Background: an optimization exercise with open tools, aiming at small area, a short achievable clock period and few clock cycles per item. Do not read the settings as production practice.
Only simulation tests tie the RTL to the original design; equivalence was not proved.

==> try-maple <==
==> flow/design.v (excerpt) <==
module brimet_alu (
    input  wire        clk,
    input  wire        rst,
    input  wire        in_valid,
    input  wire [7:0]  in_op,
    input  wire [13:0] in_imm,
    input  wire [31:0] in_a,
    input  wire [7:0]  in_aq,
    input  wire [31:0] in_b,
    input  wire [7:0]  in_bq,
    input  wire [31:0] in_d,
    input  wire [7:0]  in_dq,
    output reg         out_valid,
    output reg  [31:0] out_val,
    output reg  [7:0]  out_q
);
export LEC_CHECK = 0
export CAP_MARGIN = 20
export CORE_MARGIN = 2
export CORE_UTILIZATION = 50
export SLEW_MARGIN = 20
export SYNTH_HIERARCHICAL = 1
export SYNTH_MINIMUM_KEEP_SIZE = 0
create_clock -name core_clock -period 36.0 [get_ports {clk}]
standard.sh (not shown) runs the stock make flow with config.mk's settings and CLKGATE_MAP_FILE= SYNTH_SCRIPT=/design/flow/synth_recipe.tcl, a recipe that flattens the netlist after the stock synthesis.
==> flow/flow/run.sh <==
#!/bin/bash
# Standard ORFS layout of the design at the design's clock period and
# constraints. Changes: a larger setup margin for repair_timing, so that the
# resizer also works on paths well inside the clock period, and port buffers
# of a plain buffer cell (every input and output port still gets one).
set -euo pipefail
bash standard.sh SETUP_SLACK_MARGIN=28.5 'BUFFER_PORTS_ARGS=-buffer_cell sky130_fd_sc_hd__buf_4' finish > standard_flow.log 2>&1
==> try-raven (differences from try-maple) <==
--- a/flow/design.v
+++ b/flow/design.v
@@ -1,17 +1,18 @@
 module brimet_mul24 (
-    input  wire [23:0] a,
-    input  wire [23:0] b,
+    input  wire [23:0] a,    
+    input  wire [23:0] b,    
     output wire [47:0] p
 );
+    wire [23:0] ah = {1'b1, a[22:0]};
     wire one0 = b[0] ^ 1'b0;
     wire two0 = (b[1] & ~b[0] & ~1'b0) | (~b[1] & b[0] & 1'b0);
     wire neg0 = b[1] & ~(b[0] & 1'b0);
-    wire [24:0] ax0 = {1'b0, a} ^ {25{neg0}};
+    wire [24:0] ax0 = {1'b0, ah} ^ {25{neg0}};
     wire [24:0] pp0;
     assign pp0[0] = (one0 & ax0[0]) | (two0 & neg0);
     assign pp0[1] = (one0 & ax0[1]) | (two0 & ax0[0]);
     assign pp0[2] = (one0 & ax0[2]) | (two0 & ax0[1]);
     assign pp0[3] = (one0 & ax0[3]) | (two0 & ax0[2]);
     assign pp0[4] = (one0 & ax0[4]) | (two0 & ax0[3]);
     assign pp0[5] = (one0 & ax0[5]) | (two0 & ax0[4]);
     assign pp0[6] = (one0 & ax0[6]) | (two0 & ax0[5]);
@@ -31,17 +32,17 @@
     assign pp0[20] = (one0 & ax0[20]) | (two0 & ax0[19]);
     assign pp0[21] = (one0 & ax0[21]) | (two0 & ax0[20]);
     assign pp0[22] = (one0 & ax0[22]) | (two0 & ax0[21]);
     assign pp0[23] = (one0 & ax0[23]) | (two0 & ax0[22]);
     assign pp0[24] = (one0 & ax0[24]) | (two0 & ax0[23]);
     wire one1 = b[2] ^ b[1];
     wire two1 = (b[3] & ~b[2] & ~b[1]) | (~b[3] & b[2] & b[1]);
     wire neg1 = b[3] & ~(b[2] & b[1]);
-    wire [24:0] ax1 = {1'b0, a} ^ {25{neg1}};
+    wire [24:0] ax1 = {1'b0, ah} ^ {25{neg1}};
     wire [24:0] pp1;
     assign pp1[0] = (one1 & ax1[0]) | (two1 & neg1);
     assign pp1[1] = (one1 & ax1[1]) | (two1 & ax1[0]);
     assign pp1[2] = (one1 & ax1[2]) | (two1 & ax1[1]);
     assign pp1[3] = (one1 & ax1[3]) | (two1 & ax1[2]);
     assign pp1[4] = (one1 & ax1[4]) | (two1 & ax1[3]);
     assign pp1[5] = (one1 & ax1[5]) | (two1 & ax1[4]);
     assign pp1[6] = (one1 & ax1[6]) | (two1 & ax1[5]);
@@ -61,17 +62,17 @@
     assign pp1[20] = (one1 & ax1[20]) | (two1 & ax1[19]);
     assign pp1[21] = (one1 & ax1[21]) | (two1 & ax1[20]);
     assign pp1[22] = (one1 & ax1[22]) | (two1 & ax1[21]);
     assign pp1[23] = (one1 & ax1[23]) | (two1 & ax1[22]);
     assign pp1[24] = (one1 & ax1[24]) | (two1 & ax1[23]);
     wire one2 = b[4] ^ b[3];
     wire two2 = (b[5] & ~b[4] & ~b[3]) | (~b[5] & b[4] & b[3]);
     wire neg2 = b[5] & ~(b[4] & b[3]);
-    wire [24:0] ax2 = {1'b0, a} ^ {25{neg2}};
+    wire [24:0] ax2 = {1'b0, ah} ^ {25{neg2}};
     wire [24:0] pp2;
     assign pp2[0] = (one2 & ax2[0]) | (two2 & neg2);
     assign pp2[1] = (one2 & ax2[1]) | (two2 & ax2[0]);
     assign pp2[2] = (one2 & ax2[2]) | (two2 & ax2[1]);
     assign pp2[3] = (one2 & ax2[3]) | (two2 & ax2[2]);
     assign pp2[4] = (one2 & ax2[4]) | (two2 & ax2[3]);
     assign pp2[5] = (one2 & ax2[5]) | (two2 & ax2[4]);
     assign pp2[6] = (one2 & ax2[6]) | (two2 & ax2[5]);
@@ -91,17 +92,17 @@
     assign pp2[20] = (one2 & ax2[20]) | (two2 & ax2[19]);
     assign pp2[21] = (one2 & ax2[21]) | (two2 & ax2[20]);
     assign pp2[22] = (one2 & ax2[22]) | (two2 & ax2[21]);
     assign pp2[23] = (one2 & ax2[23]) | (two2 & ax2[22]);
     assign pp2[24] = (one2 & ax2[24]) | (two2 & ax2[23]);
     wire one3 = b[6] ^ b[5];
     wire two3 = (b[7] & ~b[6] & ~b[5]) | (~b[7] & b[6] & b[5]);
     wire neg3 = b[7] & ~(b[6] & b[5]);
-    wire [24:0] ax3 = {1'b0, a} ^ {25{neg3}};
+    wire [24:0] ax3 = {1'b0, ah} ^ {25{neg3}};
     wire [24:0] pp3;
     assign pp3[0] = (one3 & ax3[0]) | (two3 & neg3);
     assign pp3[1] = (one3 & ax3[1]) | (two3 & ax3[0]);
     assign pp3[2] = (one3 & ax3[2]) | (two3 & ax3[1]);
     assign pp3[3] = (one3 & ax3[3]) | (two3 & ax3[2]);
     assign pp3[4] = (one3 & ax3[4]) | (two3 & ax3[3]);
     assign pp3[5] = (one3 & ax3[5]) | (two3 & ax3[4]);
     assign pp3[6] = (one3 & ax3[6]) | (two3 & ax3[5]);
@@ -121,17 +122,17 @@
     assign pp3[20] = (one3 & ax3[20]) | (two3 & ax3[19]);
     assign pp3[21] = (one3 & ax3[21]) | (two3 & ax3[20]);
     assign pp3[22] = (one3 & ax3[22]) | (two3 & ax3[21]);
     assign pp3[23] = (one3 & ax3[23]) | (two3 & ax3[22]);
     assign pp3[24] = (one3 & ax3[24]) | (two3 & ax3[23]);
     wire one4 = b[8] ^ b[7];
     wire two4 = (b[9] & ~b[8] & ~b[7]) | (~b[9] & b[8] & b[7]);
     wire neg4 = b[9] & ~(b[8] & b[7]);
-    wire [24:0] ax4 = {1'b0, a} ^ {25{neg4}};
+    wire [24:0] ax4 = {1'b0, ah} ^ {25{neg4}};
     wire [24:0] pp4;
     assign pp4[0] = (one4 & ax4[0]) | (two4 & neg4);
     assign pp4[1] = (one4 & ax4[1]) | (two4 & ax4[0]);
     assign pp4[2] = (one4 & ax4[2]) | (two4 & ax4[1]);
     assign pp4[3] = (one4 & ax4[3]) | (two4 & ax4[2]);
     assign pp4[4] = (one4 & ax4[4]) | (two4 & ax4[3]);
     assign pp4[5] = (one4 & ax4[5]) | (two4 & ax4[4]);
     assign pp4[6] = (one4 & ax4[6]) | (two4 & ax4[5]);
@@ -151,17 +152,17 @@
     assign pp4[20] = (one4 & ax4[20]) | (two4 & ax4[19]);
     assign pp4[21] = (one4 & ax4[21]) | (two4 & ax4[20]);
     assign pp4[22] = (one4 & ax4[22]) | (two4 & ax4[21]);
     assign pp4[23] = (one4 & ax4[23]) | (two4 & ax4[22]);
     assign pp4[24] = (one4 & ax4[24]) | (two4 & ax4[23]);
     wire one5 = b[10] ^ b[9];
     wire two5 = (b[11] & ~b[10] & ~b[9]) | (~b[11] & b[10] & b[9]);
     wire neg5 = b[11] & ~(b[10] & b[9]);
-    wire [24:0] ax5 = {1'b0, a} ^ {25{neg5}};
+    wire [24:0] ax5 = {1'b0, ah} ^ {25{neg5}};
     wire [24:0] pp5;
     assign pp5[0] = (one5 & ax5[0]) | (two5 & neg5);
     assign pp5[1] = (one5 & ax5[1]) | (two5 & ax5[0]);
     assign pp5[2] = (one5 & ax5[2]) | (two5 & ax5[1]);
     assign pp5[3] = (one5 & ax5[3]) | (two5 & ax5[2]);
     assign pp5[4] = (one5 & ax5[4]) | (two5 & ax5[3]);
     assign pp5[5] = (one5 & ax5[5]) | (two5 & ax5[4]);
     assign pp5[6] = (one5 & ax5[6]) | (two5 & ax5[5]);
@@ -181,17 +182,17 @@
     assign pp5[20] = (one5 & ax5[20]) | (two5 & ax5[19]);
     assign pp5[21] = (one5 & ax5[21]) | (two5 & ax5[20]);
     assign pp5[22] = (one5 & ax5[22]) | (two5 & ax5[21]);
     assign pp5[23] = (one5 & ax5[23]) | (two5 & ax5[22]);
     assign pp5[24] = (one5 & ax5[24]) | (two5 & ax5[23]);
     wire one6 = b[12] ^ b[11];
     wire two6 = (b[13] & ~b[12] & ~b[11]) | (~b[13] & b[12] & b[11]);
     wire neg6 = b[13] & ~(b[12] & b[11]);
-    wire [24:0] ax6 = {1'b0, a} ^ {25{neg6}};
+    wire [24:0] ax6 = {1'b0, ah} ^ {25{neg6}};
     wire [24:0] pp6;
     assign pp6[0] = (one6 & ax6[0]) | (two6 & neg6);
     assign pp6[1] = (one6 & ax6[1]) | (two6 & ax6[0]);
     assign pp6[2] = (one6 & ax6[2]) | (two6 & ax6[1]);
     assign pp6[3] = (one6 & ax6[3]) | (two6 & ax6[2]);
     assign pp6[4] = (one6 & ax6[4]) | (two6 & ax6[3]);
     assign pp6[5] = (one6 & ax6[5]) | (two6 & ax6[4]);
     assign pp6[6] = (one6 & ax6[6]) | (two6 & ax6[5]);
@@ -211,17 +212,17 @@
     assign pp6[20] = (one6 & ax6[20]) | (two6 & ax6[19]);
     assign pp6[21] = (one6 & ax6[21]) | (two6 & ax6[20]);
     assign pp6[22] = (one6 & ax6[22]) | (two6 & ax6[21]);
     assign pp6[23] = (one6 & ax6[23]) | (two6 & ax6[22]);
     assign pp6[24] = (one6 & ax6[24]) | (two6 & ax6[23]);
     wire one7 = b[14] ^ b[13];
     wire two7 = (b[15] & ~b[14] & ~b[13]) | (~b[15] & b[14] & b[13]);
     wire neg7 = b[15] & ~(b[14] & b[13]);
-    wire [24:0] ax7 = {1'b0, a} ^ {25{neg7}};
+    wire [24:0] ax7 = {1'b0, ah} ^ {25{neg7}};
     wire [24:0] pp7;
     assign pp7[0] = (one7 & ax7[0]) | (two7 & neg7);
     assign pp7[1] = (one7 & ax7[1]) | (two7 & ax7[0]);
     assign pp7[2] = (one7 & ax7[2]) | (two7 & ax7[1]);
     assign pp7[3] = (one7 & ax7[3]) | (two7 & ax7[2]);
     assign pp7[4] = (one7 & ax7[4]) | (two7 & ax7[3]);
     assign pp7[5] = (one7 & ax7[5]) | (two7 & ax7[4]);
     assign pp7[6] = (one7 & ax7[6]) | (two7 & ax7[5]);
@@ -241,17 +242,17 @@
     assign pp7[20] = (one7 & ax7[20]) | (two7 & ax7[19]);
     assign pp7[21] = (one7 & ax7[21]) | (two7 & ax7[20]);
     assign pp7[22] = (one7 & ax7[22]) | (two7 & ax7[21]);
     assign pp7[23] = (one7 & ax7[23]) | (two7 & ax7[22]);
     assign pp7[24] = (one7 & ax7[24]) | (two7 & ax7[23]);
     wire one8 = b[16] ^ b[15];
     wire two8 = (b[17] & ~b[16] & ~b[15]) | (~b[17] & b[16] & b[15]);
     wire neg8 = b[17] & ~(b[16] & b[15]);
-    wire [24:0] ax8 = {1'b0, a} ^ {25{neg8}};
+    wire [24:0] ax8 = {1'b0, ah} ^ {25{neg8}};
     wire [24:0] pp8;
     assign pp8[0] = (one8 & ax8[0]) | (two8 & neg8);
     assign pp8[1] = (one8 & ax8[1]) | (two8 & ax8[0]);
     assign pp8[2] = (one8 & ax8[2]) | (two8 & ax8[1]);
     assign pp8[3] = (one8 & ax8[3]) | (two8 & ax8[2]);
     assign pp8[4] = (one8 & ax8[4]) | (two8 & ax8[3]);
     assign pp8[5] = (one8 & ax8[5]) | (two8 & ax8[4]);
     assign pp8[6] = (one8 & ax8[6]) | (two8 & ax8[5]);
@@ -271,17 +272,17 @@
     assign pp8[20] = (one8 & ax8[20]) | (two8 & ax8[19]);
     assign pp8[21] = (one8 & ax8[21]) | (two8 & ax8[20]);
     assign pp8[22] = (one8 & ax8[22]) | (two8 & ax8[21]);
     assign pp8[23] = (one8 & ax8[23]) | (two8 & ax8[22]);
     assign pp8[24] = (one8 & ax8[24]) | (two8 & ax8[23]);
     wire one9 = b[18] ^ b[17];
     wire two9 = (b[19] & ~b[18] & ~b[17]) | (~b[19] & b[18] & b[17]);
     wire neg9 = b[19] & ~(b[18] & b[17]);
-    wire [24:0] ax9 = {1'b0, a} ^ {25{neg9}};
+    wire [24:0] ax9 = {1'b0, ah} ^ {25{neg9}};
     wire [24:0] pp9;
     assign pp9[0] = (one9 & ax9[0]) | (two9 & neg9);
     assign pp9[1] = (one9 & ax9[1]) | (two9 & ax9[0]);
     assign pp9[2] = (one9 & ax9[2]) | (two9 & ax9[1]);
     assign pp9[3] = (one9 & ax9[3]) | (two9 & ax9[2]);
     assign pp9[4] = (one9 & ax9[4]) | (two9 & ax9[3]);
     assign pp9[5] = (one9 & ax9[5]) | (two9 & ax9[4]);
     assign pp9[6] = (one9 & ax9[6]) | (two9 & ax9[5]);
@@ -301,17 +302,17 @@
     assign pp9[20] = (one9 & ax9[20]) | (two9 & ax9[19]);
     assign pp9[21] = (one9 & ax9[21]) | (two9 & ax9[20]);
     assign pp9[22] = (one9 & ax9[22]) | (two9 & ax9[21]);
     assign pp9[23] = (one9 & ax9[23]) | (two9 & ax9[22]);
     assign pp9[24] = (one9 & ax9[24]) | (two9 & ax9[23]);
     wire one10 = b[20] ^ b[19];
     wire two10 = (b[21] & ~b[20] & ~b[19]) | (~b[21] & b[20] & b[19]);
     wire neg10 = b[21] & ~(b[20] & b[19]);
-    wire [24:0] ax10 = {1'b0, a} ^ {25{neg10}};
+    wire [24:0] ax10 = {1'b0, ah} ^ {25{neg10}};
     wire [24:0] pp10;
     assign pp10[0] = (one10 & ax10[0]) | (two10 & neg10);
     assign pp10[1] = (one10 & ax10[1]) | (two10 & ax10[0]);
     assign pp10[2] = (one10 & ax10[2]) | (two10 & ax10[1]);
     assign pp10[3] = (one10 & ax10[3]) | (two10 & ax10[2]);
     assign pp10[4] = (one10 & ax10[4]) | (two10 & ax10[3]);
     assign pp10[5] = (one10 & ax10[5]) | (two10 & ax10[4]);
     assign pp10[6] = (one10 & ax10[6]) | (two10 & ax10[5]);
@@ -329,19 +330,19 @@
     assign pp10[18] = (one10 & ax10[18]) | (two10 & ax10[17]);
     assign pp10[19] = (one10 & ax10[19]) | (two10 & ax10[18]);
     assign pp10[20] = (one10 & ax10[20]) | (two10 & ax10[19]);
     assign pp10[21] = (one10 & ax10[21]) | (two10 & ax10[20]);
     assign pp10[22] = (one10 & ax10[22]) | (two10 & ax10[21]);
     assign pp10[23] = (one10 & ax10[23]) | (two10 & ax10[22]);
     assign pp10[24] = (one10 & ax10[24]) | (two10 & ax10[23]);
     wire one11 = b[22] ^ b[21];
-    wire two11 = (b[23] & ~b[22] & ~b[21]) | (~b[23] & b[22] & b[21]);
-    wire neg11 = b[23] & ~(b[22] & b[21]);
-    wire [24:0] ax11 = {1'b0, a} ^ {25{neg11}};
+    wire two11 = (1'b1 & ~b[22] & ~b[21]) | (~1'b1 & b[22] & b[21]);
+    wire neg11 = 1'b1 & ~(b[22] & b[21]);
+    wire [24:0] ax11 = {1'b0, ah} ^ {25{neg11}};
     wire [24:0] pp11;
     assign pp11[0] = (one11 & ax11[0]) | (two11 & neg11);
     assign pp11[1] = (one11 & ax11[1]) | (two11 & ax11[0]);
     assign pp11[2] = (one11 & ax11[2]) | (two11 & ax11[1]);
     assign pp11[3] = (one11 & ax11[3]) | (two11 & ax11[2]);
     assign pp11[4] = (one11 & ax11[4]) | (two11 & ax11[3]);
     assign pp11[5] = (one11 & ax11[5]) | (two11 & ax11[4]);
     assign pp11[6] = (one11 & ax11[6]) | (two11 & ax11[5]);
@@ -358,17 +359,17 @@
     assign pp11[17] = (one11 & ax11[17]) | (two11 & ax11[16]);
     assign pp11[18] = (one11 & ax11[18]) | (two11 & ax11[17]);
     assign pp11[19] = (one11 & ax11[19]) | (two11 & ax11[18]);
     assign pp11[20] = (one11 & ax11[20]) | (two11 & ax11[19]);
     assign pp11[21] = (one11 & ax11[21]) | (two11 & ax11[20]);
     assign pp11[22] = (one11 & ax11[22]) | (two11 & ax11[21]);
     assign pp11[23] = (one11 & ax11[23]) | (two11 & ax11[22]);
     assign pp11[24] = (one11 & ax11[24]) | (two11 & ax11[23]);
-    wire [23:0] pp12 = a & {24{b[23]}};
+    wire [23:0] pp12 = ah & {24{1'b1}};
     wire w1 = ~neg0 ^ pp1[23];
     wire w2 = ~neg0 & pp1[23];
     wire w3 = pp1[24] ^ pp2[22];
     wire w4 = pp1[24] & pp2[22];
     wire w5 = pp0[16] ^ pp1[14];
     wire w6 = pp0[16] & pp1[14];
     wire w7 = pp0[17] ^ pp1[15];
     wire w8 = pp0[17] & pp1[15];
@@ -1595,29 +1596,22 @@
         .x (aw[48:0]),
         .y (esub ? ~pw : pw),
         .s0(lo0),
         .s1(lo1),
         .c0(c0),
         .c1(c1)
     );
     wire [25:0] hi     = aw[74:49];
-    wire [25:0] hi_inc = hi + 26'd1;
-    wire [25:0] hi_dec = hi - 26'd1;
     wire        hi_z   = (hi == 26'd0);
-    wire        neg = esub & ~c1 & hi_z;
-    reg  [74:0] mag;
-    always @* begin
-        if (!esub)
-            mag = {c0 ? hi_inc : hi, lo0};
-        else if (neg)
-            mag = {26'd0, ~lo0};
-        else
-            mag = {c1 ? hi : hi_dec, lo1};
-    end
+    wire        neg    = esub & ~c1 & hi_z;
+    wire [25:0] hi_pm  = hi + {{25{esub}}, 1'b1};
+    wire        hi_cy  = esub ? ~c1 : c0;
+    wire [25:0] hi_r   = hi_cy ? hi_pm : hi;
+    wire [74:0] mag    = {hi_r & {26{~neg}}, (esub & ~neg) ? lo1 : (lo0 ^ {49{neg}})};
     wire        rs  = neg ? s1_sp : s1_sc;
     reg        s2_valid;
     reg        s2_fma;
     reg        s2_bad;
     reg [7:0]  s2_q;
     reg [74:0] s2_mag;
     reg signed [9:0] s2_tb;
     reg        s2_rs, s2_zs;
@@ -1652,42 +1646,33 @@
     wire        z2  = ~|n5[27:26];
     wire [25:0] n6  = z2 ? n5[25:0] : n5[27:2];                             
     wire        k2  = ~z2 & (|n5[1:0]);
     wire        z1  = ~n6[25];
     wire [24:0] n7  = z1 ? n6[24:0] : n6[25:1];                             
     wire        k1  = ~z1 & n6[0];
     wire        t24 = k32 | k16 | k8 | k4 | k2 | k1;
     wire [6:0]  lz  = {z64, z32, z16, z8, z4, z2, z1};
-    wire signed [10:0] tbx = {s2_tb[9], s2_tb};
-    wire signed [10:0] l1  = tbx - 11'sd1;       
-    wire signed [10:0] l2  = tbx - 11'sd255;     
-    wire signed [10:0] l3  = tbx - 11'sd254;     
-    wire [6:0]  l1s = l1[10] ? 7'd0 : (l1 > 11'sd127) ? 7'd127 : l1[6:0];
-    wire [6:0]  l2s = l2[10] ? 7'd0 : (l2 > 11'sd127) ? 7'd127 : l2[6:0];
-    wire        l3v = !l3[10] && (l3 <= 11'sd127);
-    wire        t0v = !tbx[10] && (tbx <= 11'sd127);
-    wire        te_pos = !l1[10] && (lz <= l1s);                  
-    wire        te_max = !l2[10] && (lz <= l2s);                  
-    wire        te_254 = l3v && (lz == l3[6:0]);                  
-    wire        te_0   = t0v && (lz == s2_tb[6:0]);               
+    wire signed [9:0] te = s2_tb - $signed({3'd0, lz});
+    wire        te_pos = (te >= 10'sd1);
+    wire        te_0   = (te == 10'sd0);
     wire [23:0] m24 = n7[24:1];
     wire        g24 = n7[0];
     wire        i24 = g24 & (t24 | m24[0]);
     wire [24:0] r25 = {1'b0, m24} + {24'd0, i24};
-    wire [7:0]  te8 = s2_tb[7:0] - {1'b0, lz};
-    wire [7:0]  fe8 = te8 + {7'd0, r25[24]};
+    wire signed [9:0] fe = te + $signed({9'd0, r25[24]});
+    wire [7:0]  fe8 = fe[7:0];
     reg [31:0] fr;
     reg        ovf;
     always @* begin
         ovf = 1'b0;
         if (!n7[24]) begin
             fr = {s2_zs, 31'd0};
         end else if (te_pos) begin
-            if (te_max || (te_254 && r25[24])) begin
+            if (fe >= 10'sd255) begin
                 ovf = 1'b1;
                 fr  = QNAN;
             end else begin
                 fr = {s2_rs, fe8, r25[24] ? 23'd0 : r25[22:0]};
             end
         end else if (te_0 && (&n7[24:2]) && n7[1]) begin
             fr = {s2_rs, 8'd1, 23'd0};
         end else begin
==> flow/flow/run.sh (replaced) <==
#!/bin/bash
# Standard ORFS layout of the design at the design's clock period and
# constraints. Changes: a larger setup margin for repair_timing, so that the
# resizer also works on paths well inside the clock period, and port buffers
# of a plain buffer cell (every input and output port still gets one).
set -euo pipefail
bash standard.sh SETUP_SLACK_MARGIN=27.9 'BUFFER_PORTS_ARGS=-buffer_cell sky130_fd_sc_hd__buf_1' finish > standard_flow.log 2>&1
==> summary of the runs <==
try-maple completed with no timing, DRC or antenna violations. try-raven passed the timing, DRC and antenna checks.
Between try-raven and try-maple, the lower area after synthesis is in try-raven (gap about 3.8%, measured against try-maple).
Between try-maple and try-raven, the lower worst setup slack is in try-raven (gap 0.0021 ns).
Against try-raven, the clock-buffer cell count of try-maple is lower by 2.
Between try-raven and try-maple, the lower global-route usage is in try-raven (gap 2.5 points).
In try-maple the register-to-register slack is better than in try-raven, by 0.39 ns.
Between try-maple and try-raven, the lower via count is in try-raven (gap about 9%, measured against try-raven).
Testbench counts of try-maple, summed over its fixed seeds: cycles 48,032, ops 48,000.
Testbench counts of try-raven, summed over its fixed seeds: cycles 48,032, ops 48,000.

-- static timing again, ports no longer ideal --
How much do the figures lean on ideal ports? The routed layouts below were timed once more, with nothing changed but the port constraints. Step 1 sets driving cells, clkbuf_16 on the clock port and buf_2 on the other inputs (assumed; they add their load-dependent delay and slew). Step 2 also shifts input and output timing later by t, the mid clock arrival at the registers, as if the neighbouring blocks saw the same clock. Three values: ideal ports, drivers, drivers and shift; two values: the first two.
run	t (ns)	slack for setup (ns)	hold WS [ns]	clock arrival spread, ns	slew at the worst register clock pin (ns)
try-maple	0.661	27.765 / 27.696 / 27.864	0.322 / 0.322 / 0.322	0.043 / 0.043	0.07 / 0.07
try-raven	0.673	27.763 / 27.694 / 27.846	0.318 / 0.318 / 0.318	0.021 / 0.021	0.06 / 0.06
After both steps setup and hold are still met in every run listed.
